Source: an optimization exercise on an open RTL-to-GDS flow (aim: small area, a short achievable clock period and few clock cycles per item). Production flows keep margins and buffers that such runs may drop. The RTL was checked by simulation tests, not by an equivalence proof against the original design.

Design fe_channel, start of the top module:
module fe_channel (
    input  wire        clk,
    input  wire        rst,           
    input  wire        restart,
    input  wire        cfg_dc_en,
    input  wire [4:0]  cfg_k,         
    input  wire [1:0]  cfg_mode,      
    input  wire [5:0]  cfg_len,       
    input  wire [4:0]  cfg_sh_in,
    input  wire [4:0]  cfg_sh_dc,
    input  wire [4:0]  cfg_sh_fir,
    input  wire        coef_we,
    input  wire [3:0]  coef_addr,
    input  wire [17:0] coef_data,
    input  wire        in_valid,
    output wire        in_ready,
    input  wire [31:0] in_word,       
    input  wire        in_freeze,     
    output reg         out_valid,
    output reg  [31:0] out_word
);
    localparam MODE_BYPASS = 2'd0;
    localparam MODE_SYM    = 2'd1;
    integer i;
    reg        dc_en;
    reg [4:0]  k_sh;
    reg [1:0]  mode;
    reg [5:0]  len;
    reg [4:0]  sh_in, sh_dc, sh_fir;
    always @(posedge clk) begin
        if (rst) begin
            dc_en  <= 1'b0;
  ...
Size: ~28,000 cells after synthesis, ~120 I/O pins, roughly 280,000 um^2 of cells after synthesis.
==> flow/config.mk <==
export PLATFORM = sky130hd
export DESIGN_NAME = fe_channel
export DESIGN_NICKNAME = fe_channel
export VERILOG_FILES = /design/flow/design.v
export SDC_FILE = /design/flow/constraint.sdc
export NUM_CORES = 4
export LEC_CHECK = 0
export ABC_AREA = 1
export CAP_MARGIN = 50
export CELL_PAD_IN_SITES_DETAIL_PLACEMENT = 1
export CORE_MARGIN = 2
export CORE_UTILIZATION = 30
export PLACE_DENSITY = 0.4
export SETUP_SLACK_MARGIN = 0.5
export SLEW_MARGIN = 50
==> flow/constraint.sdc <==
create_clock -name core_clock -period 17.0 [get_ports {clk}]
set_input_delay 3.4000 -clock core_clock [delete_from_list [all_inputs] [get_ports {clk}]]
set_output_delay 3.4000 -clock core_clock [all_outputs]
set_load 0.01 [all_outputs]
standard.sh (not shown) runs the stock make flow with config.mk's settings and CLKGATE_MAP_FILE= SYNTH_SCRIPT=/design/flow/synth_recipe.tcl, a recipe that flattens the netlist after the stock synthesis.
==> flow/flow/run.sh <==
#!/bin/bash
# Own layout flow: the standard.sh (ORFS, synthesis to finish) with
#  - the timing repair (floorplan, CTS, global route) asked to leave 11.5 ns of
#    setup slack at the 17 ns constraint, i.e. to work on every path longer
#    than 5.5 ns, and allowed to resize cells across footprints;
#  - ports buffered with buf_4 cells;
#  - global routing with less met1/met2 capacity (flow/fastroute.tcl);
#  - clock tree sinks clustered by 20 within 50 um, without dummy loads;
#  - after the standard synthesis, flow/invopt.py moves inverters around the
#    full adders (a full adder is self-dual), checked by simulation.
# The constraint (constraint.sdc) and the registers are not changed.
set -euo pipefail
cd "$(dirname "$0")/.."
LIB=/OpenROAD-flow-scripts/flow/platforms/sky130hd/lib/sky130_fd_sc_hd__tt_025C_1v80.lib
sed -e 's/SETUP_SLACK_MARGIN=[-0-9.]*/SETUP_SLACK_MARGIN=11.5/' \
    -e 's|"\${@:-finish}"|MATCH_CELL_FOOTPRINT=0 FASTROUTE_TCL=$PWD/flow/fastroute.tcl "CTS_ARGS=-sink_clustering_enable -repair_clock_nets -sink_clustering_size 20 -sink_clustering_max_diameter 50 -dont_use_dummy_load" "BUFFER_PORTS_ARGS=-buffer_cell sky130_fd_sc_hd__buf_4" "${@:-finish}"|' \
    standard.sh > flow_standard.sh
bash flow_standard.sh synth > synth.log 2>&1
R=orfs/results/sky130hd/fe_channel/base
cp $R/1_2_yosys.v $R/1_2_yosys_standard.v
python3 flow/invopt.py $R/1_2_yosys.v $LIB > invopt.log 2>&1 || echo "invopt failed: netlist left as synthesized" >> invopt.log
rm -f $R/1_synth.odb $R/1_synth.sdc
bash flow_standard.sh > layout.log 2>&1
Other scripts of this flow, unchanged in this note and not shown: flow/flow/fastroute.tcl, flow/flow/invopt.py
Testbench counts at the start, summed over its fixed seeds: cycles 4,944, items 4,800.
==> next run, changes <==
Settings changed: CELL_PAD_IN_SITES_DETAIL_PLACEMENT 1 to unset, CORE_UTILIZATION 30 to 42, PLACE_DENSITY 0.4 to 0.5.
Outcome:
- The new run finished clean
- via count climbs by 1.8%
- routed wire length drops by 8.2%
- sequential share of layout area climbs by 0.62 points

==> static timing again, ports no longer ideal <==
The results above use ideal ports. As a check the final layouts listed here were re-extracted and re-timed, cells and wires unchanged. Step 1 (the two cells are an assumption about what drives the block):
set clk [get_ports {clk}]
set_driving_cell -lib_cell sky130_fd_sc_hd__clkbuf_16 $clk
set_driving_cell -lib_cell sky130_fd_sc_hd__buf_2 [delete_from_list [all_inputs] $clk]
Step 2, shift: input delay + t, output delay - t, t = (earliest + latest rising clock arrival at the registers) / 2. This alone moves slack from input paths to output paths. a / b / c = ideal / step 1 / step 2; a / b = the first two.
| run | t, ns | setup WS [ns] | hold WS [ns] | worst data-port slew with drivers (ns) |
|---|---|---|---|---|
| the first run | 1.216 | 11.713 / 11.713 / 11.627 | 0.309 / 0.309 / 0.309 | 0.22 |
| the second run | 1.313 | 11.672 / 11.672 / 11.666 | 0.301 / 0.301 / 0.301 | 0.19 |
After both steps setup and hold are still met in every run listed. For the first run, which loses most, drivers alone change the setup slack by 0.000 ns; drivers and shift together by -0.086 ns.
